Context: an optimization exercise on an open-source flow, tuned for small area, a short achievable clock period and few clock cycles per item. The choices shown serve that exercise and are no tape-out recipe. Where RTL was checked, it was by simulation tests only, not by an equivalence proof against the original. No functional check of the RTL was part of runs 1 to 5.

==> flow/design.v <==
module sha256_engine (
    input  wire         clk,
    input  wire         rst,         
    input  wire         in_valid,
    output wire         in_ready,
    input  wire         in_first,
    input  wire [31:0]  in_data,
    output wire         out_valid,
    input  wire         out_ready,
    output wire [255:0] out_digest
);
    reg        ld;         
    reg        rdy;        
    reg [3:0]  lag;        
    reg        run;        
    reg        fin;        
    reg        ov;         
    reg [3:0]  wcnt;       
    reg [5:0]  kn;         
    reg        first_q;    
    reg        ff_first;   
    reg        early;      
    reg [31:0] w [0:15];
    reg [31:0] a, b, c, d, e, f, g, h;
    reg [31:0] p;
    reg [31:0] k_q;        
    reg [31:0] ra [0:3];
    reg [31:0] re [0:3];
    function [31:0] rotr(input [31:0] x, input integer n);
        rotr = (x >> n) | (x << (32 - n));
    endfunction
    function [31:0] bsig0(input [31:0] x);
        bsig0 = rotr(x, 2) ^ rotr(x, 13) ^ rotr(x, 22);
    endfunction
    function [31:0] bsig1(input [31:0] x);
        bsig1 = rotr(x, 6) ^ rotr(x, 11) ^ rotr(x, 25);
    endfunction
    function [31:0] ssig0(input [31:0] x);
        ssig0 = rotr(x, 7) ^ rotr(x, 18) ^ (x >> 3);
    endfunction
    function [31:0] ssig1(input [31:0] x);
        ssig1 = rotr(x, 17) ^ rotr(x, 19) ^ (x >> 10);
    endfunction
    function [31:0] csa_s(input [31:0] x, input [31:0] y, input [31:0] z);
        csa_s = x ^ y ^ z;
    endfunction
    function [31:0] csa_c(input [31:0] x, input [31:0] y, input [31:0] z);
        csa_c = ((x & y) | (x & z) | (y & z)) << 1;
    endfunction
    function [31:0] add_bk(input [31:0] x, input [31:0] y);
        reg [31:0] gg, pp, hs;
        integer l, i;
        begin
            gg = x & y;
            pp = x ^ y;
            hs = pp;
            for (l = 0; l < 5; l = l + 1) begin
                for (i = (2 << l) - 1; i < 32; i = i + (2 << l)) begin
                    gg[i] = gg[i] | (pp[i] & gg[i - (1 << l)]);
                    pp[i] = pp[i] & pp[i - (1 << l)];
                end
            end
            for (l = 3; l >= 0; l = l - 1) begin
                for (i = (3 << l) - 1; i < 32; i = i + (2 << l)) begin
                    gg[i] = gg[i] | (pp[i] & gg[i - (1 << l)]);
                    pp[i] = pp[i] & pp[i - (1 << l)];
                end
            end
            add_bk = hs ^ {gg[30:0], 1'b0};
        end
    endfunction
    localparam [31:0] IV0 = 32'h6a09e667, IV1 = 32'hbb67ae85,
                      IV2 = 32'h3c6ef372, IV3 = 32'ha54ff53a,
                      IV4 = 32'h510e527f, IV5 = 32'h9b05688c,
                      IV6 = 32'h1f83d9ab, IV7 = 32'h5be0cd19;
    wire [5:0] kn1 = kn + 6'd1;
    reg [31:0] k_nx;
    always @(*) begin
        case (kn1)
            6'd0:  k_nx = 32'h428a2f98; 6'd1:  k_nx = 32'h71374491;
            6'd2:  k_nx = 32'hb5c0fbcf; 6'd3:  k_nx = 32'he9b5dba5;
            6'd4:  k_nx = 32'h3956c25b; 6'd5:  k_nx = 32'h59f111f1;
            6'd6:  k_nx = 32'h923f82a4; 6'd7:  k_nx = 32'hab1c5ed5;
            6'd8:  k_nx = 32'hd807aa98; 6'd9:  k_nx = 32'h12835b01;
            6'd10: k_nx = 32'h243185be; 6'd11: k_nx = 32'h550c7dc3;
            6'd12: k_nx = 32'h72be5d74; 6'd13: k_nx = 32'h80deb1fe;
            6'd14: k_nx = 32'h9bdc06a7; 6'd15: k_nx = 32'hc19bf174;
            6'd16: k_nx = 32'he49b69c1; 6'd17: k_nx = 32'hefbe4786;
            6'd18: k_nx = 32'h0fc19dc6; 6'd19: k_nx = 32'h240ca1cc;
            6'd20: k_nx = 32'h2de92c6f; 6'd21: k_nx = 32'h4a7484aa;
            6'd22: k_nx = 32'h5cb0a9dc; 6'd23: k_nx = 32'h76f988da;
            6'd24: k_nx = 32'h983e5152; 6'd25: k_nx = 32'ha831c66d;
            6'd26: k_nx = 32'hb00327c8; 6'd27: k_nx = 32'hbf597fc7;
            6'd28: k_nx = 32'hc6e00bf3; 6'd29: k_nx = 32'hd5a79147;
            6'd30: k_nx = 32'h06ca6351; 6'd31: k_nx = 32'h14292967;
            6'd32: k_nx = 32'h27b70a85; 6'd33: k_nx = 32'h2e1b2138;
            6'd34: k_nx = 32'h4d2c6dfc; 6'd35: k_nx = 32'h53380d13;
            6'd36: k_nx = 32'h650a7354; 6'd37: k_nx = 32'h766a0abb;
            6'd38: k_nx = 32'h81c2c92e; 6'd39: k_nx = 32'h92722c85;
            6'd40: k_nx = 32'ha2bfe8a1; 6'd41: k_nx = 32'ha81a664b;
            6'd42: k_nx = 32'hc24b8b70; 6'd43: k_nx = 32'hc76c51a3;
            6'd44: k_nx = 32'hd192e819; 6'd45: k_nx = 32'hd6990624;
            6'd46: k_nx = 32'hf40e3585; 6'd47: k_nx = 32'h106aa070;
            6'd48: k_nx = 32'h19a4c116; 6'd49: k_nx = 32'h1e376c08;
            6'd50: k_nx = 32'h2748774c; 6'd51: k_nx = 32'h34b0bcb5;
            6'd52: k_nx = 32'h391c0cb3; 6'd53: k_nx = 32'h4ed8aa4a;
            6'd54: k_nx = 32'h5b9cca4f; 6'd55: k_nx = 32'h682e6ff3;
            6'd56: k_nx = 32'h748f82ee; 6'd57: k_nx = 32'h78a5636f;
            6'd58: k_nx = 32'h84c87814; 6'd59: k_nx = 32'h8cc70208;
            6'd60: k_nx = 32'h90befffa; 6'd61: k_nx = 32'ha4506ceb;
            6'd62: k_nx = 32'hbef9a3f7; default: k_nx = 32'hc67178f2;
        endcase
    end
    wire take   = rdy && in_valid;                       
    wire init   = take && wcnt == 4'd0;                  
    wire pstep  = run || (take && wcnt != 4'd0);          
    wire rstep  = run || (take && wcnt[3:1] != 3'd0);     
    wire last   = run && kn == 6'd0;                      
    wire ffwd   = run && (kn[5:1] == 5'd31 || kn == 6'd0);  
    wire fstep  = ffwd || fin;                            
    wire [31:0] ch  = (e & f) ^ (~e & g);
    wire [31:0] maj = (a & b) ^ (a & c) ^ (b & c);
    wire [31:0] s1e = bsig1(e);
    wire [31:0] s0a = bsig0(a);
    wire [31:0] v_s  = csa_s(ch, p, d);
    wire [31:0] v_c  = csa_c(ch, p, d);
    wire [31:0] e1_s = csa_s(s1e, v_s, v_c);
    wire [31:0] e1_c = csa_c(s1e, v_s, v_c);
    wire [31:0] e_new = e1_s + e1_c;
    wire [31:0] u_s  = csa_s(ch, maj, p);
    wire [31:0] u_c  = csa_c(ch, maj, p);
    wire [31:0] a1_s = csa_s(s1e, s0a, u_s);
    wire [31:0] a1_c = csa_c(s1e, s0a, u_s);
    wire [31:0] a2_s = csa_s(a1_s, a1_c, u_c);
    wire [31:0] a2_c = csa_c(a1_s, a1_c, u_c);
    wire [31:0] a_new = a2_s + a2_c;
    wire [31:0] h0    = fin ? (first_q ? IV7 : re[1]) : h;
    wire [31:0] hn    = (ld && wcnt == 4'd1) ? h0 : g;
    wire [31:0] pn_s  = csa_s(hn, k_q, w[15]);
    wire [31:0] pn_c  = csa_c(hn, k_q, w[15]);
    wire [31:0] p_new = add_bk(pn_s, pn_c);
    wire [31:0] u0_s = csa_s(ssig1(w[14]), w[9], ssig0(w[1]));
    wire [31:0] u0_c = csa_c(ssig1(w[14]), w[9], ssig0(w[1]));
    wire [31:0] u1_s = csa_s(u0_s, u0_c, w[0]);
    wire [31:0] u1_c = csa_c(u0_s, u0_c, w[0]);
    wire [31:0] wnew = u1_s + u1_c;
    wire [3:0] wcnt_n = take ? wcnt + 4'd1 : wcnt;
    wire       ld_n   = (take && wcnt == 4'd15) ? 1'b0 :
                        ((run && kn == 6'd63) ? 1'b1 : ld);
    wire [3:0] lag_n  = (!ld_n || wcnt_n == 4'd0 || take) ? 4'd0 : lag + 4'd1;
    wire       ov_n   = fin ? 1'b1 : (ov && !out_ready ? 1'b1 : 1'b0);
    wire       rdy_n  = ld_n && lag_n == 4'd0 && !(wcnt_n == 4'd15 && ov_n);
    reg [31:0] iva, ive;
    always @(*) begin
        case ({fin, kn[1:0]})
            3'b010:  begin iva = IV3; ive = IV7; end
            3'b011:  begin iva = IV2; ive = IV6; end
            3'b000:  begin iva = IV1; ive = IV5; end
            default: begin iva = IV0; ive = IV4; end
        endcase
    end
    wire [31:0] fa_sum = add_bk(ff_first ? iva : ra[0], a);
    wire [31:0] fe_sum = add_bk(ff_first ? ive : re[0], e);
    assign in_ready   = rdy;
    assign out_valid  = ov;
    assign out_digest = {ra[3], ra[2], ra[1], ra[0], re[3], re[2], re[1], re[0]};
    integer i;
    always @(posedge clk) begin
        if (rst) begin
            ld   <= 1'b1;
            rdy  <= 1'b1;
            lag  <= 4'd0;
            run  <= 1'b0;
            fin  <= 1'b0;
            ov   <= 1'b0;
            wcnt <= 4'd0;
        end else begin
            ld   <= ld_n;
            rdy  <= rdy_n;
            lag  <= lag_n;
            wcnt <= wcnt_n;
            ov   <= ov_n;
            fin  <= last;
            if (take && wcnt == 4'd15)
                run <= 1'b1;
            else if (last)
                run <= 1'b0;
        end
    end
    always @(posedge clk) begin
        if (init) begin
            kn  <= 6'd0;
            k_q <= 32'h428a2f98;
        end else if (pstep) begin
            kn  <= kn1;
            k_q <= k_nx;
        end
        if (init)
            first_q <= in_first;
        if (take && wcnt == 4'd15)
            ff_first <= first_q;
        early <= init && run;
        for (i = 0; i < 15; i = i + 1)
            w[i] <= w[i + 1];
        w[15] <= take ? in_data : (run ? wnew : w[0]);
        if (pstep)
            p <= p_new;
        if (rstep) begin
            h <= g;
            g <= f;
            f <= e;
            e <= e_new;
            d <= c;
            c <= b;
            b <= a;
            a <= a_new;
        end else if ((init && in_first) || (fin && early && first_q)) begin
            {a, b, c, d, e, f, g, h} <= {IV0, IV1, IV2, IV3, IV4, IV5, IV6, IV7};
        end else if (fin) begin
            {a, b, c, d} <= {fa_sum, ra[3], ra[2], ra[1]};
            {e, f, g, h} <= {fe_sum, re[3], re[2], re[1]};
        end
        if (fstep) begin
            ra[0] <= ra[1]; ra[1] <= ra[2]; ra[2] <= ra[3]; ra[3] <= fa_sum;
            re[0] <= re[1]; re[1] <= re[2]; re[2] <= re[3]; re[3] <= fe_sum;
        end
    end
endmodule
==> flow/flow/run.sh <==
#!/bin/bash
# Layout flow: the standard synthesis and layout, with
#  - port buffers of sky130_fd_sc_hd__buf_2,
#  - a clock tree built from clkbuf_16 leaf clusters of up to 24 sinks and
#    no dummy balancing loads.

# Each tool's output goes to a log file in the work folder.
set -euo pipefail
export BUFFER_PORTS_ARGS="-buffer_cell sky130_fd_sc_hd__buf_2"
export CTS_ARGS="-sink_clustering_enable -repair_clock_nets -sink_clustering_size 24 -sink_clustering_max_diameter 100 -buf_list sky130_fd_sc_hd__clkbuf_16 -dont_use_dummy_load"

bash standard.sh synth > synth.log 2>&1
bash standard.sh finish > layout.log 2>&1
==> flow/standard.sh <==
#!/bin/bash
# synth_recipe.tcl (not shown) runs the flow's synth.tcl, then flattens the netlist and writes it again
# the make line also repeats each setting of config.mk as NAME=value (left out here)
make -C /OpenROAD-flow-scripts/flow DESIGN_CONFIG=/design/flow/config.mk WORK_HOME=/design/flow/orfs CLKGATE_MAP_FILE= SYNTH_SCRIPT=/design/flow/synth_recipe.tcl "${@:-finish}"
==> flow/config.mk <==
export PLATFORM = sky130hd
export DESIGN_NAME = sha256_engine
export DESIGN_NICKNAME = sha256_engine
export VERILOG_FILES = /design/flow/design.v
export SDC_FILE = /design/flow/constraint.sdc
export NUM_CORES = 4
export LEC_CHECK = 0
export CAP_MARGIN = 20
export CORE_MARGIN = 2
export CORE_UTILIZATION = 40
export SETUP_SLACK_MARGIN = 5
export SLEW_MARGIN = 20
==> flow/constraint.sdc <==
create_clock -name core_clock -period 10.0 [get_ports {clk}]
set_input_delay 2.0000 -clock core_clock [delete_from_list [all_inputs] [get_ports {clk}]]
set_output_delay 2.0000 -clock core_clock [all_outputs]
set_load 0.01 [all_outputs]
==> impl_metrics.env, run 1 <==
export IMPL_track_usage_pct=25.2
export IMPL_status="complete, no violations"
export IMPL_min_path_type="flip-flop to flip-flop"
export IMPL_placed_area_um2=57300
export IMPL_critPathBufInv=1
export IMPL_path_clk_slew_ns=0.11
export IMPL_io_pins=295
export IMPL_worst_pin_slew_ns=1.01
export IMPL_met3_usage_pct=4.22
export IMPL_worstHoldEndpoint="w[1][29]"
export IMPL_grt_pass1_wl_mm=251
export IMPL_drt_wl_total_mm=178
export IMPL_avgSynthCellArea_um2=11.5
export IMPL_cts_sinks=1110
export IMPL_synth_xor_area_share_pct=6.18
export IMPL_fmaxAchievable_ghz=0.199
export IMPL_syn2layout_area_growth_pct=12.0
export IMPL_fin_util_pct=45.2
export IMPL_grt_max_degree=150
export IMPL_synth_net_count=5198
export IMPL_synth_compound_area_share_pct=13.8
export IMPL_top_usage_layer="met2"
export IMPL_fin_area_um2=60300
export IMPL_final_period_utilization_pct=50.2
export IMPL_largest_register_ffs=512
export IMPL_synthMuxAreaShare_pct=1.24
export IMPL_synth_edff_count=546
export IMPL_path_class="flip-flop to flip-flop"
export IMPL_synth_main_ff_cell="dfxtp_1"
export IMPL_final_hold_viol_count=0
export IMPL_dieArea_um2=138000
export IMPL_rows=134
export IMPL_tns_ns=0
export IMPL_place_port_buffers=294
export IMPL_synthCells=4665
export IMPL_clk_latency_ns=0.73
export IMPL_initial_core_util_pct=40.3
export IMPL_antenna_found_initial=8
export IMPL_synth_area_um2=53800
export IMPL_cts_made_buffers=57
export IMPL_path_common_cell="fa_1"
export IMPL_yosysSeqAreaShare_pct=51.4
export IMPL_finalWeightedCongestion=0.973
export IMPL_synth_top_area_share_pct=30.5
export IMPL_synth_top_area_cell="edfxtp_1"
export IMPL_ant_nets=0
export IMPL_worstHoldStart="w[2][29]"
export IMPL_final_max_slew_viol_count=0
export IMPL_finalSetupViolCount=0
export IMPL_cp_top_family="compound AO/OA/AOI/OAI gates"
export IMPL_r2r_slack_ns=4.98
export IMPL_crit_path_end_kind="flip-flop"
export IMPL_relSlewSlack_pct=32.4
export IMPL_startpoint_type="flip-flop"
export IMPL_drt_iter0_drc=3787
export IMPL_reg2reg_to="a[31]"
export IMPL_critPathArrivalTime_ns=5.57
export IMPL_cts_hold_buffers=0
export IMPL_cts_root_buf="clkbuf_16"
export IMPL_routedWlPerCell_um=26.5
export IMPL_grt_ovfl_total=0
export IMPL_use_met2_pct=38.1
export IMPL_yosysWarnings=4
export IMPL_num_vias=37100
export IMPL_clock_skew_ns=0.0938
export IMPL_rsz0062_at_grt="true"
export IMPL_tritoncts="yes"
export IMPL_synthAdderAreaFrac_pct=15.7
export IMPL_yosysUniqueCellTypes=82
export IMPL_final_nets=5459
export IMPL_critPathMaxFanout=6
export IMPL_whs_path_depth=0
export IMPL_period_minus_slack_ns=5.02
export IMPL_largest_registers="w (512), ra (128), re (128)"
export IMPL_ys_seq_elements=1110
export IMPL_slowest_stage="fa_1"
export IMPL_cp_required_ns=10.54
export IMPL_fillers=12400
export IMPL_core_area_um2=133000
export IMPL_drive_above_1_share_pct=13.2
export IMPL_synthTopCellsByArea="edfxtp_1, dfxtp_1, fa_1, xnor2_1, ha_1"
export IMPL_vias_per_cell=5.54
export IMPL_r2r_start="e[16]"
export IMPL_remaining_drc_errors=0
export IMPL_grt_use_met1_pct=37.0
export IMPL_die_y_um=371
export IMPL_reg2reg_depth=15
export IMPL_async_flop_share_pct=0
export IMPL_clk_path_buf_depth=3
export IMPL_cp_slowest_stage_delay_ns=0.60
export IMPL_dp_hpwl_mm=131
export IMPL_synth_simple_gate_area_share_pct=6.17
export IMPL_worstPathCellList="mux2i_4 > fa_1 > inv_2 > fa_1 > fa_1 > ha_4 > and3_4 > a221o_1 > a221o_1 > a21oi_4 > o211a_4 > a21oi_4 > o311a_4 > a2111o_1 > nand3_1"
export IMPL_synth_top_family_by_area="adder cells"
export IMPL_regMostFlops="w"
export IMPL_grt_pass1_vias=35500
export IMPL_htree_num_levels=2
export IMPL_first_pass_iters=5
export IMPL_die_width_um=371
export IMPL_maxCapViolCount=0
==> area by class of cell <==
cell class                 instances  area (um^2)  share of cell area, %
clock buffer                      57         1430                   2.36
tap                             1768         2210                   3.67
antenna                            5         12.5                 0.0207
sequential                      1110        27700                   45.9
multi-input combinational       2763        24100                   39.9
inverter                         557         2120                   3.52
timing repair buffer             437         2790                   4.62
==> Yosys cell counts, types with 22 or more instances <==
library cell	instances
dfxtp_1	564
inv_1	555
edfxtp_1	546
xnor2_1	322
fa_1	295
nand2_1	240
a21oi_1	238
nor2_1	231
o21ai_0	228
clkbuf_1	201
ha_1	201
o22a_1	99
a22o_1	82
a21o_1	77
a211oi_1	63
mux2i_1	62
xor2_1	58
nor3_1	50
nand3_1	48
o211ai_1	40
o21a_1	33
buf_1	31
nor2b_1	27
and3_1	26
a31oi_1	24
nand4_1	22
==> how the worst max path moves through the flow <==
stage,startpoint,end,slack [ns],cells past startpoint
floorplan,wcnt[1],p[31],5.04,21
global placement,kn[0],a[31],3.46,23
detailed placement,kn[0],a[31],3.35,23
CTS,kn[0],a[31],4.89,24
global route,e[3],a[31],4.87,17
finish,e[16],a[31],4.98,15
==> layout by cell type (no fill, tap or decap), types with 27 or more instances in the layout <==
cell	Yosys	routed
nand3_1	48	43
o21a_1	33	33
clkbuf_16	0	59
a211oi_1	63	60
ha_1	201	189
buf_4	0	124
fa_1	295	292
o211ai_1	40	40
dfxtp_1	564	557
xnor2_1	322	311
o22a_1	99	99
nor2b_1	27	27
inv_1	555	550
mux2i_1	62	46
nand2_1	240	235
edfxtp_1	546	546
nor3_1	50	48
o21ai_0	228	206
xor2_1	58	55
a21o_1	77	77
nor2_1	231	226
a22o_1	82	82
buf_2	4	294
a21oi_1	238	222
==> stage by stage <==
step                      hold WS (ns)  setup slack (ns)  instances
final                            0.268              4.98       6697
after global routing             0.271              4.87       6692
after CTS                        0.267              4.89       6664
after detailed placement         0.312              3.35       6539
after global placement           0.310              3.46       6538
after floorplan                  0.310              5.04       4665
==> logic make-up (layout without fill, tap and decap cells) <==
| kind of cell | count (synthesis) | count (layout) |
|---|---|---|
| DFF | 1110 | 1110 |
| and+or+nand+nor | 732 | 733 |
| buffers and inverters | 793 | 1051 |
| other | 0 | 5 |
| AOI/OAI and AO/OA | 1088 | 1088 |
| muxes | 64 | 64 |
| xor gates and xnor gates | 380 | 380 |
| adders and majority gates | 498 | 498 |
==> metal layers <==
| layer | share of wire [%] | routed length, um | vias to the layer above |
|---|---|---|---|
| li1 | - | - | 16600 |
| met1 | 44 | 77800 | 18600 |
| met2 | 44 | 77600 | 1628 |
| met3 | 9.0 | 16000 | 244 |
| met4 | 3.5 | 6160 | 2 |
| met5 | 0.0073 | 13 | - |
==> repair_timing <==
item                                    4_1_cts  5_1_grt
pin swaps                                    13       46
endpoints found under the setup margin      106       39
setup buffers                                66       25
resized for setup                            93       90
gates cloned                                  2        3
==> run 2, diff against run 1 <==
--- a/flow/design.v
+++ b/flow/design.v
@@ -138,7 +138,7 @@
     wire [31:0] hn    = (ld && wcnt == 4'd1) ? h0 : g;
     wire [31:0] pn_s  = csa_s(hn, k_q, w[15]);
     wire [31:0] pn_c  = csa_c(hn, k_q, w[15]);
-    wire [31:0] p_new = add_bk(pn_s, pn_c);
+    wire [31:0] p_new = pn_s + pn_c;
     wire [31:0] u0_s = csa_s(ssig1(w[14]), w[9], ssig0(w[1]));
     wire [31:0] u0_c = csa_c(ssig1(w[14]), w[9], ssig0(w[1]));
     wire [31:0] u1_s = csa_s(u0_s, u0_c, w[0]);
==> run 2 against run 1 <==
Utilization grew 0.27 points. Sequential cell count stayed put. Synthesized area about the same. Synthesized cell count is 1.3% higher. Sequential share of layout area down 0.30 points. Design area up 0.71%. Largest cell class unchanged. Highest routed layer unchanged.
==> impl_metrics.env, run 2 <==
export IMPL_status="complete, no violations"
export IMPL_io_pins=295
export IMPL_r2r_start="kn[1]"
export IMPL_first_pass_iters=9
export IMPL_r2r_slack_ns=4.88
export IMPL_worstHoldEndpoint="w[3][3]"
export IMPL_avgSynthCellArea_um2=11.4
export IMPL_worstHoldStart="w[4][3]"
export IMPL_finalSetupViolCount=0
export IMPL_clk_latency_ns=0.72
export IMPL_die_width_um=371
export IMPL_regMostFlops="w"
export IMPL_reg2reg_to="a[31]"
export IMPL_place_port_buffers=294
export IMPL_relSlewSlack_pct=30.2
export IMPL_routedWlPerCell_um=26.5
export IMPL_synth_top_area_cell="edfxtp_1"
export IMPL_clock_skew_ns=0.106
export IMPL_synth_area_um2=53900
export IMPL_htree_num_levels=2
export IMPL_yosysWarnings=4
export IMPL_synthCells=4724
export IMPL_antenna_found_initial=9
export IMPL_synth_top_area_share_pct=30.4
export IMPL_grt_max_degree=100
export IMPL_die_y_um=371
export IMPL_tns_ns=0
export IMPL_dp_cells=6581
export IMPL_path_clk_slew_ns=0.10
export IMPL_final_period_utilization_pct=51.2
export IMPL_critPathMaxFanout=8
export IMPL_tritoncts="yes"
export IMPL_synthMostInstantiatedCell="dfxtp_1"
export IMPL_dp_hpwl_mm=136
export IMPL_min_path_type="flip-flop to flip-flop"
export IMPL_ant_nets=0
export IMPL_fin_area_um2=60800
export IMPL_num_vias=37300
export IMPL_final_cell_mix="dfxtp_1, edfxtp_1, inv_1"
export IMPL_grt_ovfl_total=0
export IMPL_reg2reg_depth=23
export IMPL_holdWs_ns=0.288
export IMPL_cp_required_ns=10.44
export IMPL_fillers=12300
export IMPL_vias_per_cell=5.50
export IMPL_whs_path_depth=0
export IMPL_cts_hold_buffers=0
export IMPL_drt_wl_total_mm=180
export IMPL_final_nets=5543
export IMPL_syn2layout_area_growth_pct=12.8
export IMPL_cts_root_buf="clkbuf_16"
export IMPL_largest_registers="w (512), ra (128), re (128)"
export IMPL_layout_cells_non_filler=6790
export IMPL_clk_path_buf_depth=3
export IMPL_finalWeightedCongestion=0.976
export IMPL_path_class="flip-flop to flip-flop"
export IMPL_final_hold_viol_count=0
export IMPL_async_flop_share_pct=0
export IMPL_ys_seq_elements=1110
export IMPL_cp_slowest_stage_delay_ns=0.45
export IMPL_drive_above_1_share_pct=14.8
export IMPL_fin_util_pct=45.5
export IMPL_period_minus_slack_ns=5.12
export IMPL_maxCapViolCount=0
export IMPL_cts_made_buffers=58
export IMPL_worstPathCellList="buf_6 > ha_4 > buf_12 > nor3_4 > or3_4 > nor2_4 > nor2_2 > ha_1 > nor2b_2 > o21ai_2 > a21boi_2 > o32ai_4 > o31ai_2 > a21oi_2 > o31ai_2 > a31oi_2 > nor2b_1 > o21ai_1 > a211o_1 > fa_2 > xor2_1 > xnor2_1 > a22o_1"
export IMPL_grt_pass1_vias=35600
export IMPL_synth_edff_count=546
export IMPL_worst_pin_slew_ns=1.05
export IMPL_synth_net_count=5246
export IMPL_dieArea_um2=138000
export IMPL_synth_main_ff_cell="dfxtp_1"
export IMPL_placed_area_um2=57100
export IMPL_remaining_drc_errors=0
export IMPL_slowest_stage="dfxtp_4"
export IMPL_fmaxAchievable_ghz=0.196
export IMPL_synthTopCellsByArea="edfxtp_1, dfxtp_1, fa_1, xnor2_1, ha_1"
export IMPL_cts_sinks=1110
export IMPL_yosysSeqAreaShare_pct=51.4
export IMPL_startpoint_type="flip-flop"
export IMPL_largest_register_ffs=512
export IMPL_path_common_cell="o31ai_2"
export IMPL_rows=134
export IMPL_drt_iter0_drc=3683
export IMPL_initial_core_util_pct=40.3
export IMPL_track_usage_pct=25.5
export IMPL_final_max_slew_viol_count=0
export IMPL_critPathArrivalTime_ns=5.55
export IMPL_yosysUniqueCellTypes=72
export IMPL_rsz0062_at_grt="true"
export IMPL_crit_path_end_kind="flip-flop"
export IMPL_core_area_um2=134000
export IMPL_mostFrequentLayoutCell="dfxtp_1"
export IMPL_grt_pass1_wl_mm=253
export IMPL_synth_common_cells="dfxtp_1, edfxtp_1, inv_1"
-- run 2: worst max-delay path by stage --
stage	startpoint	end	slack [ns]	depth (start not counted)
after global routing	kn[1]	a[31]	4.78	25
after detailed placement	kn[0]	a[31]	3.23	25
after CTS	kn[1]	a[31]	4.90	25
after floorplan	kn[1]	e[31]	5.00	26
final	kn[1]	a[31]	4.88	23
after global placement	kn[0]	a[31]	3.32	25
-- run 2: layout make-up --
class | instances | area, um^2 | share of cell area [%]
clock buffers | 58 | 1450 | 2.39
repair buffers | 482 | 3030 | 4.98
inverters | 548 | 2080 | 3.42
flip-flops and latches | 1110 | 27700 | 45.6
well taps | 1768 | 2210 | 3.64
diodes | 3 | 7.51 | 0.0124
multi-input cells | 2820 | 24300 | 39.9
repair inverters | 1 | 6.26 | 0.0103
-- run 2: what timing repair did --
item | in CTS | in global routing
resized for setup | 121 | 123
pin swaps | 30 | 88
endpoints found under the setup margin | 388 | 138
gates cloned | 1 | 2
buffers inserted | 95 | 50
-- run 2: worst max-delay path, delay by kind of cell, from the launching register on --
| family | cells | cell delay [ns] |
|---|---|---|
| AO/OA/AOI/OAI | 10 | 1.91 |
| AND/OR/NAND/NOR | 6 | 1.14 |
| adder cells (fa/ha/maj) | 3 | 0.81 |
| flip-flops | 1 | 0.45 |
| XOR/XNOR | 2 | 0.31 |
| buffers and inverters | 2 | 0.26 |
-- run 2: cells by family after synthesis --
kind of cell | Yosys count | share of synthesized area, %
mux | 53 | 0.985
flops | 1110 | 51.4
compound gates | 1161 | 14.4
buf+inv | 795 | 5.54
xor+xnor | 411 | 6.68
fa+ha+maj | 486 | 15.2
simple gates | 708 | 5.83
-- run 2: per-layer routing --
metal  global-route usage (%)  share of wire (%)  vias to the layer above
met5                        0              0.019                        -
met3                     4.09                7.8                      243
met1                     37.5                 45                    18800
met4                     8.33                3.8                        6
met2                     38.4                 43                     1490
li1                         -                  -                    16800
-- run 2: stage by stage --
stage | worst slack, ns
after floorplan | 5.00
after global placement | 3.32
after detailed placement | 3.23
after CTS | 4.90
after global routing | 4.78
final | 4.88
==> run 3, diff against run 2 <==
==> flow/flow/run.sh (replaced) <==
#!/bin/bash
# Layout flow: the standard synthesis and layout, with
#  - port buffers of sky130_fd_sc_hd__buf_2,
#  - a clock tree built from clkbuf_16 leaf clusters of up to 24 sinks and
#    no dummy balancing loads,
#  - timing repair that aims at 6 ns of setup slack on the worst 5% of paths.
# Each tool's output goes to a log file in the work folder.
set -euo pipefail
export BUFFER_PORTS_ARGS="-buffer_cell sky130_fd_sc_hd__buf_2"
export CTS_ARGS="-sink_clustering_enable -repair_clock_nets -sink_clustering_size 24 -sink_clustering_max_diameter 100 -buf_list sky130_fd_sc_hd__clkbuf_16 -dont_use_dummy_load"
export SETUP_SLACK_MARGIN=6
bash standard.sh synth > synth.log 2>&1
bash standard.sh finish > layout.log 2>&1
--- a/flow/config.mk
+++ b/flow/config.mk
@@ -8,5 +8,5 @@
 export CAP_MARGIN = 20
 export CORE_MARGIN = 2
 export CORE_UTILIZATION = 40
-export SETUP_SLACK_MARGIN = 5
 export SLEW_MARGIN = 20
+export TNS_END_PERCENT = 5
==> run 3 against run 2 <==
Via count increased by 2.5%. Synthesized area did not move. Critical path depth up 3. Maximum frequency up 0.27%. Setup slack gained 0.014 ns. Design area increased by 3.8%. Highest routed layer unchanged.
==> impl_metrics.env, run 3 <==
export IMPL_synth_common_cells="dfxtp_1, edfxtp_1, inv_1"
export IMPL_path_clk_slew_ns=0.11
export IMPL_final_hold_viol_count=0
export IMPL_synthCells=4724
export IMPL_tritoncts="yes"
export IMPL_first_pass_iters=8
export IMPL_htree_num_levels=2
export IMPL_synth_area_um2=53900
export IMPL_yosysWarnings=4
export IMPL_finalWeightedCongestion=0.972
export IMPL_ant_nets=0
export IMPL_final_nets=5639
export IMPL_cp_required_ns=10.47
export IMPL_synthTopCellsByArea="edfxtp_1, dfxtp_1, fa_1, xnor2_1, ha_1"
export IMPL_period_minus_slack_ns=5.10
export IMPL_clock_skew_ns=0.0796
export IMPL_worstHoldStart="w[3][29]"
export IMPL_remaining_drc_errors=0
export IMPL_status="complete, no violations"
export IMPL_yosysSeqAreaShare_pct=51.4
export IMPL_antenna_found_initial=8
export IMPL_grt_max_degree=165
export IMPL_regMostFlops="w"
export IMPL_final_period_utilization_pct=51.0
export IMPL_grt_ovfl_total=0
export IMPL_die_width_um=371
export IMPL_placed_area_um2=57200
export IMPL_synth_top_area_cell="edfxtp_1"
export IMPL_drt_wl_total_mm=184
export IMPL_die_y_um=371
export IMPL_vias_per_cell=5.56
export IMPL_final_max_slew_viol_count=0
export IMPL_clk_latency_ns=0.73
export IMPL_worstHoldEndpoint="w[2][29]"
export IMPL_synth_net_count=5246
export IMPL_initial_core_util_pct=40.3
export IMPL_relSlewSlack_pct=27.5
export IMPL_largest_register_ffs=512
export IMPL_critPathArrivalTime_ns=5.57
export IMPL_fin_area_um2=63100
export IMPL_crit_path_end_kind="flip-flop"
export IMPL_r2r_start="kn[0]"
export IMPL_min_path_type="flip-flop to flip-flop"
export IMPL_r2r_slack_ns=4.90
export IMPL_io_pins=295
export IMPL_routedWlPerCell_um=26.7
export IMPL_rows=134
export IMPL_worst_pin_slew_ns=1.09
export IMPL_mostFrequentLayoutCell="edfxtp_1"
export IMPL_grt_pass1_wl_mm=258
export IMPL_num_vias=38300
export IMPL_maxCapViolCount=0
export IMPL_avgSynthCellArea_um2=11.4
export IMPL_dp_slack_ns=3.18
export IMPL_clk_path_buf_depth=3
export IMPL_reg2reg_depth=26
export IMPL_cts_hold_buffers=0
export IMPL_syn2layout_area_growth_pct=17.1
export IMPL_synthMostInstantiatedCell="dfxtp_1"
export IMPL_drive_above_1_share_pct=20.0
export IMPL_startpoint_type="flip-flop"
export IMPL_whs_path_depth=0
export IMPL_yosysUniqueCellTypes=72
export IMPL_place_port_buffers=294
export IMPL_drt_iter0_drc=4296
export IMPL_track_usage_pct=26.0
export IMPL_cts_root_buf="clkbuf_16"
export IMPL_fmaxAchievable_ghz=0.196
export IMPL_worst_slack_ns=4.90
export IMPL_tns_ns=0
export IMPL_largest_registers="w (512), ra (128), re (128)"
export IMPL_grt_pass1_vias=36100
export IMPL_synth_edff_count=546
export IMPL_dieArea_um2=138000
export IMPL_critPathMaxFanout=6
export IMPL_synth_main_ff_cell="dfxtp_1"
export IMPL_rsz0062_at_grt="true"
export IMPL_cts_made_buffers=59
export IMPL_core_area_um2=134000
export IMPL_reg2reg_to="a[31]"
export IMPL_async_flop_share_pct=0
export IMPL_synth_top_area_share_pct=30.4
export IMPL_cts_sinks=1110
export IMPL_ys_seq_elements=1110
export IMPL_path_class="flip-flop to flip-flop"
export IMPL_finalSetupViolCount=0
export IMPL_final_cell_mix="edfxtp_1, inv_1, dfxtp_1"
export IMPL_dp_hpwl_mm=133
## run 3: cell counts after synthesis
Identical to the previous run, type by type.
## run 3: stage by stage
| stage | cells | util (%) | hold slack [ns] |
|---|---|---|---|
| after floorplan | 4724 | - | 0.310 |
| after global placement | 6581 | 42.8 | 0.310 |
| after detailed placement | 6581 | 42.8 | 0.312 |
| after CTS | 6808 | 45.7 | 0.276 |
| after global routing | 6883 | 47.2 | 0.290 |
| final | 6884 | 47.2 | 0.273 |
## run 3: worst max path at each step
stage          slack, ns  depth (start not counted)  startpoint  endpoint
4_1_cts             4.87                         22         fin     p[31]
5_1_grt             4.75                         26       kn[0]     a[31]
3_3_place_gp        3.28                         25       kn[0]     a[31]
3_5_place_dp        3.18                         25       kn[0]     a[31]
2_1_floorplan       4.71                         26       kn[0]     e[31]
6_report            4.90                         26       kn[0]     a[31]
## run 3: critical path: stages, from the launching register on
cell and delay [ns]:
dfxtp_4 0.35, clkinvlp_4 0.18, ha_4 0.23, buf_12 0.14, nor3_4 0.17, or3_4 0.15
nor2_2 0.03, buf_6 0.15, nor2_4 0.10, ha_4 0.13, inv_2 0.03, fa_2 0.38
nor2b_4 0.12, o21ai_2 0.09, a21boi_2 0.22, o32ai_4 0.13, o31ai_4 0.28, a21oi_4 0.12
o31ai_4 0.30, a31oi_4 0.14, nor2b_1 0.14, o21ai_1 0.08, a211o_1 0.30, fa_2 0.36
xor2_1 0.15, xnor2_1 0.17, a22o_1 0.22
## run 3: final cells by class
type	instances	area, um^2
inverter	548	2080
multi-input combinational	2821	25400
clock buffer	59	1480
antenna	1	2.50
timing repair inverter	1	5.00
tap	1768	2210
sequential	1110	27800
timing repair buffer	576	4050
fill	12100	70600
## run 3: kinds of logic after synthesis
kind of cell    synth area share (%)
compound gates                  14.4
xor+xnor                        6.68
fa+ha+maj                       15.2
buf+inv                         5.54
flops                           51.4
mux                            0.985
simple gates                    5.83
## run 3: repair_timing
action	4_1_cts	5_1_grt
buffers inserted	160	73
cloned	8	2
pin swaps	114	144
endpoints found under the setup margin	762	652
resized for setup	245	312
## run 3: layer usage
metal  part of all wire, %  wire length [um]  up-vias  global-route usage [%]
met5                 0.015                27        -                       0
met4                   3.6              6610        4                    8.19
met3                   8.3             15200      280                    4.12
met2                    44             80600     1710                    39.3
met1                    44             81400    19300                    38.1
li1                      -                 -    17000                       -
==> run 4, diff against run 3 <==
--- a/flow/design.v
+++ b/flow/design.v
@@ -20,6 +20,7 @@
     reg        first_q;    
     reg        ff_first;   
     reg        early;      
+    reg [1:0]  fj;         
     reg [31:0] w [0:15];
     reg [31:0] a, b, c, d, e, f, g, h;
     reg [31:0] p;
@@ -152,10 +153,10 @@
     wire       rdy_n  = ld_n && lag_n == 4'd0 && !(wcnt_n == 4'd15 && ov_n);
     reg [31:0] iva, ive;
     always @(*) begin
-        case ({fin, kn[1:0]})
-            3'b010:  begin iva = IV3; ive = IV7; end
-            3'b011:  begin iva = IV2; ive = IV6; end
-            3'b000:  begin iva = IV1; ive = IV5; end
+        case (fj)
+            2'd0:    begin iva = IV3; ive = IV7; end
+            2'd1:    begin iva = IV2; ive = IV6; end
+            2'd2:    begin iva = IV1; ive = IV5; end
             default: begin iva = IV0; ive = IV4; end
         endcase
     end
@@ -200,6 +201,7 @@
         if (take && wcnt == 4'd15)
             ff_first <= first_q;
         early <= init && run;
+        fj    <= (run && kn == 6'd61) ? 2'd0 : fj + 2'd1;
         for (i = 0; i < 15; i = i + 1)
             w[i] <= w[i + 1];
         w[15] <= take ? in_data : (run ? wnew : w[0]);
==> flow/flow/run.sh (replaced) <==
#!/bin/bash
# Layout flow: the standard synthesis and layout, with
#  - port buffers of sky130_fd_sc_hd__buf_2,
#  - a clock tree built from clkbuf_16 leaf clusters of up to 24 sinks and
#    no dummy balancing loads.

# Each tool's output goes to a log file in the work folder.
set -euo pipefail
export BUFFER_PORTS_ARGS="-buffer_cell sky130_fd_sc_hd__buf_2"
export CTS_ARGS="-sink_clustering_enable -repair_clock_nets -sink_clustering_size 24 -sink_clustering_max_diameter 100 -buf_list sky130_fd_sc_hd__clkbuf_16 -dont_use_dummy_load"

bash standard.sh synth > synth.log 2>&1
bash standard.sh finish > layout.log 2>&1
--- a/flow/config.mk
+++ b/flow/config.mk
@@ -8,5 +8,5 @@
 export CAP_MARGIN = 20
 export CORE_MARGIN = 2
 export CORE_UTILIZATION = 40
+export SETUP_SLACK_MARGIN = 5
 export SLEW_MARGIN = 20
-export TNS_END_PERCENT = 5
==> run 4 against run 3 <==
Maximum frequency fell by 0.48%. Largest cell class unchanged. Clock skew fell by 0.0066 ns. Critical path depth fell by 10. Via count fell by 1.0%. Synthesized cell count rose by 0.47%.
==> impl_metrics.env, run 4 <==
export IMPL_final_cell_mix="inv_1, edfxtp_1, dfxtp_1"
export IMPL_drt_wl_total_mm=182
export IMPL_grt_max_degree=159
export IMPL_finalSetupViolCount=0
export IMPL_tritoncts="yes"
export IMPL_first_pass_iters=6
export IMPL_synthCells=4746
export IMPL_clock_skew_ns=0.0730
export IMPL_remaining_drc_errors=0
export IMPL_synth_top_area_cell="edfxtp_1"
export IMPL_final_nets=5564
export IMPL_core_area_um2=135000
export IMPL_cp_required_ns=10.43
export IMPL_crit_path_end_kind="flip-flop"
export IMPL_synth_edff_count=546
export IMPL_regArea_um2=27800
export IMPL_tns_ns=0
export IMPL_layout_cells_non_filler=6816
export IMPL_cts_sinks=1112
export IMPL_track_usage_pct=25.8
export IMPL_final_period_utilization_pct=51.3
export IMPL_relSlewSlack_pct=27.9
export IMPL_status="complete, no violations"
export IMPL_dieArea_um2=138000
export IMPL_synth_top_area_share_pct=30.3
export IMPL_r2r_slack_ns=4.87
export IMPL_final_hold_viol_count=0
export IMPL_startpoint_type="flip-flop"
export IMPL_fillers=12600
export IMPL_largest_register_ffs=512
export IMPL_clk_path_buf_depth=3
export IMPL_htree_num_levels=2
export IMPL_yosysWarnings=4
export IMPL_cts_made_buffers=59
export IMPL_place_port_buffers=294
export IMPL_async_flop_share_pct=0
export IMPL_critPathArrivalTime_ns=5.55
export IMPL_dp_cells=6624
export IMPL_critPathMaxFanout=6
export IMPL_grt_pass1_vias=36500
export IMPL_clk_latency_ns=0.72
export IMPL_num_vias=37900
export IMPL_path_class="flip-flop to flip-flop"
export IMPL_die_width_um=372
export IMPL_synth_net_count=5275
export IMPL_routedWlPerCell_um=26.7
export IMPL_cp_slowest_stage_delay_ns=0.77
export IMPL_antenna_found_initial=5
export IMPL_initial_core_util_pct=40.2
export IMPL_synth_main_ff_cell="dfxtp_1"
export IMPL_synth_area_um2=54200
export IMPL_vias_per_cell=5.56
export IMPL_synth_common_cells="inv_1, dfxtp_1, edfxtp_1"
export IMPL_largest_registers="w (512), ra (128), re (128)"
export IMPL_grt_ovfl_total=0
export IMPL_io_pins=295
export IMPL_yosysSeqAreaShare_pct=51.2
export IMPL_path_clk_slew_ns=0.10
export IMPL_drt_iter0_drc=3956
export IMPL_yosysUniqueCellTypes=90
export IMPL_synthMostInstantiatedCell="inv_1"
export IMPL_period_minus_slack_ns=5.13
export IMPL_cts_root_buf="clkbuf_16"
export IMPL_fmaxAchievable_ghz=0.195
export IMPL_maxCapViolCount=0
export IMPL_drive_above_1_share_pct=14.0
export IMPL_avgSynthCellArea_um2=11.4
export IMPL_ant_nets=0
export IMPL_worst_pin_slew_ns=1.07
export IMPL_final_max_slew_viol_count=0
export IMPL_multi_input_area_um2=24200
export IMPL_slowest_stage="edfxtp_1"
export IMPL_dp_hpwl_mm=137
export IMPL_synthTopCellsByArea="edfxtp_1, dfxtp_1, fa_1, xnor2_1, ha_1"
export IMPL_finalWeightedCongestion=0.962
export IMPL_worstPathCellList="xnor2_1 > xnor2_1 > fa_1 > fa_1 > ha_4 > a2111oi_4 > o21ai_2 > a31o_2 > a21oi_4 > o221ai_4 > nand2_2 > o21ai_2 > or4_1 > a31oi_2 > xor2_1 > a22oi_1"
export IMPL_ys_seq_elements=1112
export IMPL_grt_pass1_wl_mm=257
export IMPL_die_y_um=372
export IMPL_mostFrequentLayoutCell="inv_1"
export IMPL_syn2layout_area_growth_pct=12.1
export IMPL_min_path_type="flip-flop to flip-flop"
export IMPL_regMostFlops="w"
export IMPL_rows=135
export IMPL_rsz0062_at_grt="true"
run 4: cell types whose count changed in the layout (fill, tap and decap cells not counted), sizes merged, moves of 12 or more:
cell	previous run	this run
a21o	107	84
nand3	42	57
nor2	225	240
xor2	64	84
inv	542	579
xnor2	347	327
buf	569	466
nor3	52	64
a21oi	270	229
run 4: what timing repair did:
action                                 in CTS  in global routing
pin swaps                                  30                 40
setup endpoints to repair                  96                174
cloned                                      3                  1
setup buffers                              99                 28
hold buffers                                0                  0
resized for setup                          83                 86
endpoints found under the hold margin       0                  0
run 4: kinds of logic after synthesis:
logic type / count (synthesis) / share of synthesized area, %
flops: 1112 / 51.2
compound gates: 1111 / 14.0
buf+inv: 825 / 5.74
simple gates: 729 / 5.96
fa+ha+maj: 493 / 15.3
xor+xnor: 411 / 6.66
mux: 65 / 1.25
run 4: path summary, 6_finish.rpt:
kind,start,endpoint,cells past startpoint
setup / recovery,e[31],a[30],16
hold / removal,w[12][20],w[11][20],0
setup reg to reg,e[31],a[30],16
hold reg to reg,w[12][20],w[11][20],0
run 4: through the flow:
| stage | utilization (%) | instance area [um^2] | worst slack, ns | hold WS [ns] |
|---|---|---|---|---|
| final | 45.0 | 60800 | 4.87 | 0.279 |
| after global routing | 45.0 | 60800 | 4.69 | 0.290 |
| after CTS | 44.6 | 60200 | 4.92 | 0.288 |
| after detailed placement | 42.6 | 57500 | 3.89 | 0.312 |
| after global placement | 42.6 | 57500 | 3.89 | 0.310 |
| after floorplan | - | 54200 | 5.02 | 0.310 |
run 4: area by class of cell:
class,count,area share (%)
repair buffers,468,4.86
diodes,2,0.00824
well taps,1781,3.67
multi-input cells,2811,39.8
flip-flops and latches,1112,45.7
inverters,583,3.61
clock buffers,59,2.43
run 4: worst max-delay path, delay by kind of cell (launching register included):
family,cells,cell delay [ns]
xor+xnor,3,0.70
flops,1,0.77
compound gates,8,1.48
simple gates,2,0.56
fa+ha+maj,3,1.31
run 4: per-layer routing:
layer  track usage [%]  share of wire (%)  vias up
met5                 0                  0        -
met4              13.5                6.1        0
met3              3.67                7.5      342
met2              40.8                 45     1690
met1              34.3                 41    19000
li1                  -                  -    16800
==> run 5, diff against run 4 <==
--- a/flow/config.mk
+++ b/flow/config.mk
@@ -7,6 +7,6 @@
 export LEC_CHECK = 0
 export CAP_MARGIN = 20
 export CORE_MARGIN = 2
-export CORE_UTILIZATION = 40
+export CORE_UTILIZATION = 60
 export SETUP_SLACK_MARGIN = 5
 export SLEW_MARGIN = 20
==> run 5 against run 4 <==
Clock-buffer cell count fell by 4. Wire length fell by 4.1%. Still clean on timing, DRC and antenna. Hold slack improved by 0.0087 ns. Utilization rose by 22 points. Critical path depth fell by 2. Synthesized area did not move. Design area fell by 1.5%. Largest cell class unchanged. Setup slack got worse by 0.18 ns. Critical path type unchanged. Clock skew rose by 0.041 ns.
==> impl_metrics.env, run 5 <==
export IMPL_ant_nets=0
export IMPL_routedWlPerCell_um=28.2
export IMPL_clk_latency_ns=0.72
export IMPL_async_flop_share_pct=0
export IMPL_met3_usage_pct=5.46
export IMPL_fmaxAchievable_ghz=0.189
export IMPL_finalSetupViolCount=0
export IMPL_synth_top_area_cell="edfxtp_1"
export IMPL_cp_required_ns=10.44
export IMPL_die_y_um=305
export IMPL_grt_max_degree=135
export IMPL_r2r_start="e[22]"
export IMPL_first_pass_iters=6
export IMPL_track_usage_pct=36.9
export IMPL_period_minus_slack_ns=5.30
export IMPL_path_common_cell="fa_1"
export IMPL_clock_skew_ns=0.114
export IMPL_multi_input_area_um2=24300
export IMPL_synth_common_cells="inv_1, dfxtp_1, edfxtp_1"
export IMPL_ys_seq_elements=1112
export IMPL_synthCells=4746
export IMPL_num_vias=38000
export IMPL_grt_pass1_wl_mm=248
export IMPL_drive_above_1_share_pct=13.5
export IMPL_cp_slowest_stage_delay_ns=0.75
export IMPL_status="complete, no violations"
export IMPL_regMostFlops="w"
export IMPL_use_met2_pct=59.2
export IMPL_grt_use_met1_pct=49.0
export IMPL_min_path_type="flip-flop to flip-flop"
export IMPL_critPathArrivalTime_ns=5.74
export IMPL_grt_ovfl_total=0
export IMPL_worstPathCellList="mux2i_1 > fa_1 > inv_1 > fa_1 > fa_1 > ha_1 > nor3_1 > nor2_1 > nand2_2 > o21ai_2 > or4_4 > a31oi_4 > xor2_1 > a22oi_1"
export IMPL_synthTopCellsByArea="edfxtp_1, dfxtp_1, fa_1, xnor2_1, ha_1"
export IMPL_reg2reg_depth=14
export IMPL_initial_core_util_pct=60.4
export IMPL_path_clk_slew_ns=0.10
export IMPL_final_hold_viol_count=0
export IMPL_r2r_slack_ns=4.70
export IMPL_htree_num_levels=2
export IMPL_final_nets=5531
export IMPL_yosysUniqueCellTypes=90
export IMPL_regArea_um2=27700
export IMPL_rsz0062_at_grt="true"
export IMPL_worst_slack_ns=4.70
export IMPL_maxCapViolCount=0
export IMPL_dieArea_um2=92700
export IMPL_grt_pass1_vias=36400
export IMPL_syn2layout_area_growth_pct=10.5
export IMPL_reg2reg_to="a[30]"
export IMPL_synth_area_um2=54200
export IMPL_synth_edff_count=546
export IMPL_die_width_um=305
export IMPL_dp_slack_ns=3.37
export IMPL_drt_iter0_drc=4181
export IMPL_worstHoldStart="w[2][7]"
export IMPL_path_class="flip-flop to flip-flop"
export IMPL_tns_ns=0
export IMPL_drt_wl_total_mm=175
export IMPL_slowest_stage="mux2i_1"
export IMPL_dp_hpwl_mm=129
export IMPL_top_usage_layer="met2"
export IMPL_io_pins=295
export IMPL_largest_register_ffs=512
export IMPL_startpoint_type="flip-flop"
export IMPL_antenna_found_initial=7
export IMPL_mostFrequentLayoutCell="inv_1"
export IMPL_yosysSeqAreaShare_pct=51.2
export IMPL_avgSynthCellArea_um2=11.4
export IMPL_worstHoldEndpoint="w[1][7]"
export IMPL_cts_hold_buffers=0
export IMPL_cts_sinks=1112
export IMPL_relSlewSlack_pct=28.6
export IMPL_tritoncts="yes"
export IMPL_core_area_um2=89700
export IMPL_remaining_drc_errors=0
export IMPL_rows=110
export IMPL_finalWeightedCongestion=0.990
export IMPL_largest_registers="w (512), ra (128), re (128)"
export IMPL_crit_path_end_kind="flip-flop"
export IMPL_vias_per_cell=6.15
export IMPL_worst_pin_slew_ns=1.07
export IMPL_final_max_slew_viol_count=0
export IMPL_place_port_buffers=294
export IMPL_synth_top_area_share_pct=30.3
export IMPL_clk_path_buf_depth=3
export IMPL_final_cell_mix="inv_1, dfxtp_1, edfxtp_1"
export IMPL_synth_main_ff_cell="dfxtp_1"
export IMPL_cts_made_buffers=55
export IMPL_critPathMaxFanout=7
export IMPL_whs_path_depth=0
export IMPL_fillers=6909
export IMPL_cts_root_buf="clkbuf_16"
export IMPL_synthMostInstantiatedCell="inv_1"
export IMPL_synth_net_count=5275
export IMPL_yosysWarnings=4
export IMPL_final_period_utilization_pct=53.0
## run 5: changes by cell type in the layout (fill, tap and decap cells not counted), moves of 4 or more
cell and delta:
buf_4 -32, dfxtp_1 +7, dfxtp_2 -7, fa_1 +6
fa_2 -6, mux2i_1 -8, mux2i_2 -4, mux2i_4 +12
o21ai_0 -6, o21ai_2 +5, xnor2_1 +8, xnor2_2 -8
## run 5: area by class of cell
class | count | area share [%]
Sequential cell | 1112 | 46.3
Multi-Input combinational cell | 2812 | 40.6
Timing Repair Buffer | 438 | 4.64
Inverter | 583 | 3.68
Tap cell | 1176 | 2.46
Clock buffer | 55 | 2.30
Antenna cell | 4 | 0.0167
## run 5: cells by family after synthesis
kind of cell    share of synthesized area (%)
fa+ha+maj                                15.3
simple gates                             5.96
compound gates                           14.0
xor+xnor                                 6.66
mux                                      1.25
buf+inv                                  5.74
flops                                    51.2
## run 5: metrics by stage
step                      hold slack (ns)  area [um^2]  utilization (%)  cells
after floorplan                     0.310        54200                -   4746
after global placement              0.310        56700             63.2   6013
after detailed placement            0.312        56700             63.2   6013
after CTS                           0.296        59200             66.0   6143
after global routing                0.289        59900             66.7   6176
final                               0.288        59900             66.7   6180
## run 5: per-layer routing
metal | wire length (um) | vias up | share of wire [%]
li1 | - | 16700 | -
met1 | 67000 | 18900 | 38
met2 | 81100 | 1991 | 46
met3 | 15100 | 420 | 8.7
met4 | 11300 | 2 | 6.5
met5 | 13 | - | 0.0074
## run 5: worst max path at each step
stage                  start  endpoint  slack, ns
floorplan               a[3]     a[31]       5.02
global placement    ff_first     e[31]       3.47
global route            e[2]     a[30]       4.62
finish                 e[22]     a[30]       4.70
CTS                     e[3]     a[20]       4.85
detailed placement  ff_first     e[31]       3.37
## run 5: timing repair
| action | CTS | global route |
|---|---|---|
| resized for setup | 121 | 79 |
| gates cloned | 4 | 4 |
| setup endpoints to repair | 396 | 277 |
| setup buffers | 71 | 29 |
| pin swaps | 24 | 38 |
## run 5: worst max-delay path: cells and delay by family (launching register included)
family                     cells  cell delay, ns
AOI/OAI and AO/OA              3            0.32
xor gates and xnor gates       1            0.18
adders and majority gates      4            1.82
buffers and inverters          1            0.09
DFF                            1            0.73
muxes                          1            0.75
and+or+nand+nor                4            1.17
==> run 6, diff against run 5 <==
--- a/flow/design.v
+++ b/flow/design.v
@@ -207,7 +207,9 @@
         w[15] <= take ? in_data : (run ? wnew : w[0]);
         if (pstep)
             p <= p_new;
-        if (rstep) begin
+        if ((init && in_first && !run) || (fin && early && first_q)) begin
+            {a, b, c, d, e, f, g, h} <= {IV0, IV1, IV2, IV3, IV4, IV5, IV6, IV7};
+        end else if (rstep) begin
             h <= g;
             g <= f;
             f <= e;
@@ -216,8 +218,6 @@
             c <= b;
             b <= a;
             a <= a_new;
-        end else if ((init && in_first) || (fin && early && first_q)) begin
-            {a, b, c, d, e, f, g, h} <= {IV0, IV1, IV2, IV3, IV4, IV5, IV6, IV7};
         end else if (fin) begin
             {a, b, c, d} <= {fa_sum, ra[3], ra[2], ra[1]};
             {e, f, g, h} <= {fe_sum, re[3], re[2], re[1]};
--- a/flow/config.mk
+++ b/flow/config.mk
@@ -7,6 +7,6 @@
 export LEC_CHECK = 0
 export CAP_MARGIN = 20
 export CORE_MARGIN = 2
-export CORE_UTILIZATION = 60
+export CORE_UTILIZATION = 40
 export SETUP_SLACK_MARGIN = 5
 export SLEW_MARGIN = 20
==> run 6 against run 5 <==
Still clean. Design area increased by 1.1%. Maximum frequency rose by 6.7%. Setup slack improved by 0.34 ns. Sequential share of layout area shrank 4.6 points. Critical path type unchanged. Critical endpoint is now a[31]. Highest routed layer unchanged.
==> impl_metrics.env, run 6 <==
export IMPL_critPathMaxFanout=7
export IMPL_crit_path_end_kind="flip-flop"
export IMPL_final_nets=5996
export IMPL_drive_above_1_share_pct=11.0
export IMPL_tns_ns=0
export IMPL_synth_common_cells="dfxtp_1, inv_1, nor2_1"
export IMPL_path_class="flip-flop to flip-flop"
export IMPL_final_cell_mix="dfxtp_1, inv_1, nor2_1"
export IMPL_status="complete, no violations"
export IMPL_placed_area_um2=58000
export IMPL_synthTopCellsByArea="dfxtp_1, edfxtp_1, fa_1, xnor2_1, ha_1"
export IMPL_worstPathCellList="a21o_1 > o21ai_0 > fa_1 > inv_1 > fa_1 > fa_1 > ha_1 > and2_1 > and4_1 > a31oi_1 > o21ai_0 > a31oi_2 > o31ai_2 > nor3_1 > o21bai_1 > xnor2_1 > a221oi_1"
export IMPL_async_flop_share_pct=0
export IMPL_htree_num_levels=2
export IMPL_grt_pass1_vias=37500
export IMPL_synthCells=5332
export IMPL_mostFrequentLayoutCell="dfxtp_1"
export IMPL_yosysUniqueCellTypes=78
export IMPL_drt_wl_total_mm=181
export IMPL_period_minus_slack_ns=4.97
export IMPL_cts_sinks=1112
export IMPL_worstHoldStart="w[5][4]"
export IMPL_tritoncts="yes"
export IMPL_cp_slowest_stage_delay_ns=0.65
export IMPL_relSlewSlack_pct=26.2
export IMPL_vias_per_cell=5.53
export IMPL_whs_path_depth=0
export IMPL_num_vias=40100
export IMPL_ys_seq_elements=1112
export IMPL_yosysSeqAreaShare_pct=45.8
export IMPL_die_width_um=375
export IMPL_finalWeightedCongestion=0.964
export IMPL_antenna_found_initial=5
export IMPL_clk_path_buf_depth=3
export IMPL_synth_top_area_share_pct=30.0
export IMPL_drt_iter0_drc=4299
export IMPL_place_port_buffers=294
export IMPL_dp_slack_ns=3.77
export IMPL_cp_required_ns=10.60
export IMPL_ant_nets=0
export IMPL_routedWlPerCell_um=24.9
export IMPL_yosysWarnings=4
export IMPL_largest_registers="w (512), ra (128), re (128)"
export IMPL_track_usage_pct=24.8
export IMPL_synthMostInstantiatedCell="dfxtp_1"
export IMPL_core_area_um2=136000
export IMPL_worst_slack_ns=5.03
export IMPL_critPathArrivalTime_ns=5.57
export IMPL_die_y_um=375
export IMPL_maxCapViolCount=0
export IMPL_worstHoldEndpoint="w[4][4]"
export IMPL_synth_top_area_cell="dfxtp_1"
export IMPL_path_clk_slew_ns=0.10
export IMPL_cts_root_buf="clkbuf_16"
export IMPL_clock_skew_ns=0.106
export IMPL_reg2reg_to="a[31]"
export IMPL_synth_edff_count=290
export IMPL_dp_hpwl_mm=136
export IMPL_r2r_start="a[21]"
export IMPL_final_hold_viol_count=0
export IMPL_grt_pass1_wl_mm=259
export IMPL_final_max_slew_viol_count=0
export IMPL_finalSetupViolCount=0
export IMPL_dieArea_um2=140000
export IMPL_initial_core_util_pct=40.4
export IMPL_fin_util_pct=44.6
export IMPL_worst_pin_slew_ns=1.11
export IMPL_synth_net_count=5860
export IMPL_largest_register_ffs=512
export IMPL_rows=135
export IMPL_avgSynthCellArea_um2=10.3
export IMPL_startpoint_type="flip-flop"
export IMPL_fmaxAchievable_ghz=0.201
export IMPL_final_period_utilization_pct=49.7
export IMPL_r2r_slack_ns=5.03
export IMPL_path_common_cell="fa_1"
export IMPL_grt_max_degree=173
export IMPL_slowest_stage="dfxtp_1"
export IMPL_io_pins=295
export IMPL_remaining_drc_errors=0
export IMPL_cts_made_buffers=55
export IMPL_rsz0062_at_grt="true"
export IMPL_regMostFlops="w"
export IMPL_synth_area_um2=54900
export IMPL_clk_latency_ns=0.72
export IMPL_grt_ovfl_total=0
export IMPL_synth_main_ff_cell="dfxtp_1"
export IMPL_reg2reg_depth=17
export IMPL_syn2layout_area_growth_pct=10.2
export IMPL_min_path_type="flip-flop to flip-flop"
export IMPL_first_pass_iters=6
export IMPL_fin_area_um2=60500
-- run 6: cell count changes in the layout (fill, tap and decap cells not counted), sizes merged, moves of 101 or more --
cell	previous run	this run
nand2	243	362
dfxtp	566	822
mux2i	62	233
a211oi	49	179
o211ai	38	139
nor2	240	394
edfxtp	546	290
-- run 6: routing by layer --
metal	global-route usage (%)	vias to the layer above	wire (um)
met4	6.88	2	5900
met3	4.26	248	15200
met2	37.3	1709	77800
met5	0	-	12
met1	36.6	19800	81900
li1	-	18300	-
-- run 6: cell type report --
| class | instances | area [um^2] |
|---|---|---|
| clock buffer | 55 | 1380 |
| antenna | 1 | 2.50 |
| tap | 1781 | 2230 |
| sequential | 1112 | 25200 |
| fill | 12900 | 75300 |
| inverter | 575 | 2170 |
| multi-input combinational | 3341 | 27100 |
| timing repair buffer | 383 | 2430 |
-- run 6: how the worst max path moves through the flow --
stage               startpoint     to  slack, ns  depth (start not counted)
floorplan                 a[2]  a[30]       5.22                         19
global placement         fj[0]  a[30]       3.66                         20
detailed placement    in_valid  a[21]       3.77                         10
CTS                      fj[1]  a[30]       4.96                         22
global route             a[20]  a[31]       4.84                         17
finish                   a[21]  a[31]       5.03                         17
-- run 6: timing repair --
item / CTS / global route
gates cloned: 1 / 6
resized for setup: 88 / 96
hold buffers: 0 / 0
setup endpoints to repair: 197 / 41
pin swaps: 6 / 26
buffers inserted: 11 / 22
hold endpoints to repair: 0 / 0
-- run 6: cell families after synthesis --
kind of cell / share of synthesized area [%]
buffers and inverters: 6.03
flip-flops: 45.8
AND/OR/NAND/NOR: 8.18
adder cells (fa/ha/maj): 15.0
multiplexers: 4.45
XOR/XNOR: 6.46
AO/OA/AOI/OAI: 14.0
-- run 6: metrics by stage --
step	instances	hold slack (ns)
after detailed placement	7152	0.312
after global routing	7247	0.271
after global placement	7151	0.310
after floorplan	5332	0.310
final	7248	0.266
after CTS	7219	0.267
-- run 6: critical path: cells and delay by family (launching register included) --
kind,cells,cell delay (ns)
AO/OA/AOI/OAI,8,1.49
XOR/XNOR,1,0.14
buffers and inverters,1,0.06
AND/OR/NAND/NOR,3,0.60
flip-flops,1,0.65
adder cells (fa/ha/maj),4,1.92
Testbench counts of run 6, summed over its fixed seeds: cycles 55,794, blocks 858.

static timing again, ports no longer ideal:
How much do the figures lean on ideal ports? The routed layouts below were timed once more, with nothing changed but the port constraints. Step 1 assumes that a clkbuf_16 drives the clock port and a buf_2 every other input. Step 2 adds t to the input delays and takes it off the output delays; t is the mean of the earliest and latest rising clock arrival at the registers after step 1. Input paths then give back, and output paths get back, about the clock's delay inside the block. Three values: ideal ports, drivers, drivers and shift; two values: the first two.
run | shift t [ns] | setup WS [ns] | worst setup path after step 2
run 1 | 0.745 | 4.976 / 4.976 / 4.319 | input to register
run 2 | 0.742 | 4.885 / 4.885 / 4.493 | input to register
run 3 | 0.751 | 4.899 / 4.899 / 4.358 | input to register
run 4 | 0.760 | 4.874 / 4.874 / 4.440 | input to register
run 5 | 0.743 | 4.698 / 4.698 / 4.410 | input to register
run 6 | 0.741 | 5.033 / 5.033 / 4.536 | input to register
After both steps every run listed still meets setup and hold. For run 1, which loses most, drivers alone change the setup slack by 0.000 ns; drivers and shift together by -0.657 ns.
